From an optimization exercise on the open Yosys and OpenROAD flow, aimed at small area, a short achievable clock period and few clock cycles; shortcuts taken in it are not production practice.
In this exercise RTL edits were held to simulation tests only and were not proved equivalent to the original.

// gz_cmac
module gz_cmac (
    input  wire         clk,
    input  wire         rst,         
    input  wire         start,       
    input  wire [127:0] key,         
    output wire         idle,
    input  wire         in_valid,
    output wire         in_ready,
    input  wire [127:0] in_data,     
    input  wire         in_last,
    input  wire [4:0]   in_bytes,    
    output reg          tag_valid,
    output wire [127:0] tag
);
    localparam [2:0] S_IDLE  = 3'd0,     
                     S_KEY   = 3'd1,     
                     S_SUBK  = 3'd2,     
                     S_LOAD  = 3'd3,     
                     S_WAITF = 3'd4,     
                     S_WAITC = 3'd5,     
                     S_ENC   = 3'd6;     
    reg [2:0]   state;
    reg [127:0] ckey;        
    reg [127:0] subl;        
    reg         lval;
    reg [127:0] st;          
    reg [127:0] rk;          
    reg [3:0]   rnd;         
    reg         last_q;      
    reg         rdy;         
    reg         ks_new;      
    wire r10     = (rnd == 4'd10);
    wire rounds  = (state == S_SUBK) || (state == S_ENC);
    wire s_key   = (state == S_KEY);
    wire s_waitc = (state == S_WAITC);
    assign idle     = (state == S_IDLE);
    assign in_ready = rdy;
    wire take = in_valid && rdy;
    wire [127:0] k1 = {subl[126:0], 1'b0} ^ (subl[127] ? 128'h87 : 128'h0);
    wire [127:0] k2 = {k1[126:0], 1'b0} ^ (k1[127] ? 128'h87 : 128'h0);
    reg [127:0] pad_mask;    
    reg [127:0] pad_bit;     
    integer b;
    always @(*) begin
        for (b = 0; b < 16; b = b + 1) begin
            pad_mask[127 - 8*b -: 8] = (b < in_bytes) ? 8'hff : 8'h00;
            pad_bit [127 - 8*b -: 8] = (b == in_bytes) ? 8'h80 : 8'h00;
        end
    end
    wire         lf   = take && in_last && (in_bytes == 5'd16);
    wire         lp   = take && in_last && (in_bytes != 5'd16);
    wire [127:0] keep = {128{take}} & (in_last ? pad_mask : {128{1'b1}});
    wire [127:0] pbit = {128{take && in_last}} & pad_bit;
    wire [127:0] kx   = ({128{lf}} & k1) | ({128{lp}} & k2);
    reg [7:0] rcon;
    always @(*) begin
        case (ks_new ? 4'd0 : rnd)
  ...
clock: 10.0 ns
lec_check: 0
cap_margin: 20
core_margin: 2
core_utilization: 45
place_density: 0.75
setup_slack_margin: 4
slew_margin: 20
standard.sh (not shown) runs the stock make flow with config.mk's settings and CLKGATE_MAP_FILE= SYNTH_SCRIPT=/design/flow/synth_recipe.tcl, a recipe that flattens the netlist after the stock synthesis.
==> flow/flow/run.sh <==
#!/bin/bash
# Own flow: the standard layout (standard.sh), except that synthesis maps
# the logic with an area-oriented ABC script (flow/abc_map.script) instead of
# ORFS's delay script, which restructures the XOR networks of the S-boxes
# into much larger logic. Everything else, registers included, is the
# standard synthesis; placement, CTS and routing are standard.sh's, with
# plain buffers on the ports.
set -euo pipefail
W=$PWD
ABC_SCRIPT=$W/flow/abc_map.script
cat > $W/own_synth.tcl <<EOS
proc abc {args} {
  set i [lsearch \$args -script]
  if {\$i >= 0} { lset args [expr {\$i + 1}] $ABC_SCRIPT }
  foreach c {xor3_1 xor3_2 xor3_4 xnor3_1 xnor3_2 xnor3_4} {
    lappend args -dont_use sky130_fd_sc_hd__\$c
  }
  yosys abc {*}\$args
}
source $W/synth_recipe.tcl
EOS
sed "s|$W/synth_recipe.tcl|$W/own_synth.tcl|g" $W/standard.sh > $W/own_standard.sh
grep -q own_synth.tcl $W/own_standard.sh
bash $W/own_standard.sh synth > $W/synth.log 2>&1
# The ports' buffers are the platform's plain buf_1 instead of the buffer
# buffer_ports picks on its own (clkdlybuf4s50_1, a slow delay cell).
bash $W/own_standard.sh "BUFFER_PORTS_ARGS=-buffer_cell sky130_fd_sc_hd__buf_1" finish > $W/layout.log 2>&1
==> flow/flow/abc_map.script <==
&get -n
&st
&dch -f
&nf -R 1000
&put
The starting point went through all stages and came out clean.
Testbench counts at the start, summed over its fixed seeds: cycles 27,258.
Then changed:
--- a/flow/flow/run.sh
+++ b/flow/flow/run.sh
@@ -4,3 +4,4 @@
 # ORFS's delay script, which restructures the XOR networks of the S-boxes
-# into much larger logic. Everything else, registers included, is the
+# into much larger logic; 3-input XOR cells are left out of the mapping
+# (two 2-input ones are smaller). Everything else, registers included, is the
 # standard synthesis; placement, CTS and routing are standard.sh's, with
Settings changed: CORE_UTILIZATION 45 to 50, PLACE_DENSITY 0.75 to 0.6.
After rerunning:
- cell area increases slightly
- final cell count decreases slightly
- synthesized area is unchanged
- worst setup slack is better by 0.13 ns
- sequential cell count stays the same
Then changed:
--- a/flow/flow/run.sh
+++ b/flow/flow/run.sh
@@ -4,4 +4,3 @@
 # ORFS's delay script, which restructures the XOR networks of the S-boxes
-# into much larger logic; 3-input XOR cells are left out of the mapping
-# (two 2-input ones are smaller). Everything else, registers included, is the
+# into much larger logic. Everything else, registers included, is the
 # standard synthesis; placement, CTS and routing are standard.sh's, with
Settings changed: CORE_UTILIZATION 50 to 45.
What happened: The changed run finished clean. Via count came out higher by about 0.32%. Clock-buffer cell count came out lower by 15. Final cell count increases by 1.6%. Cell area came out lower by about 0.7%. Worst setup slack gets better by 0.064 ns.

[separate check: timing with driven ports]
No port has a modelled driver above. Below, the same layouts with a new extraction and two added sets of constraints. Step 1: set_driving_cell puts a clkbuf_16 on clk and a buf_2 on each other input, an assumption about the parent block. Step 2 times the ports against the registers' clock, not the clock port: input delays grow and output delays shrink by t, the midpoint of the rising clock arrivals with the driver on. Slacks: ideal / step 1 / step 2; pairs: ideal / step 1.
run	t, ns	setup WS [ns]	worst setup path at the end
the first run	0.752	3.934 / 3.934 / 3.325	input to register
the second run	0.718	4.067 / 4.067 / 3.578	input to register
the third run	0.756	4.131 / 4.131 / 3.569	input to register
After both steps every run listed still meets setup and hold. For the first run, which loses most, drivers alone change the setup slack by 0.000 ns; drivers and shift together by -0.609 ns.
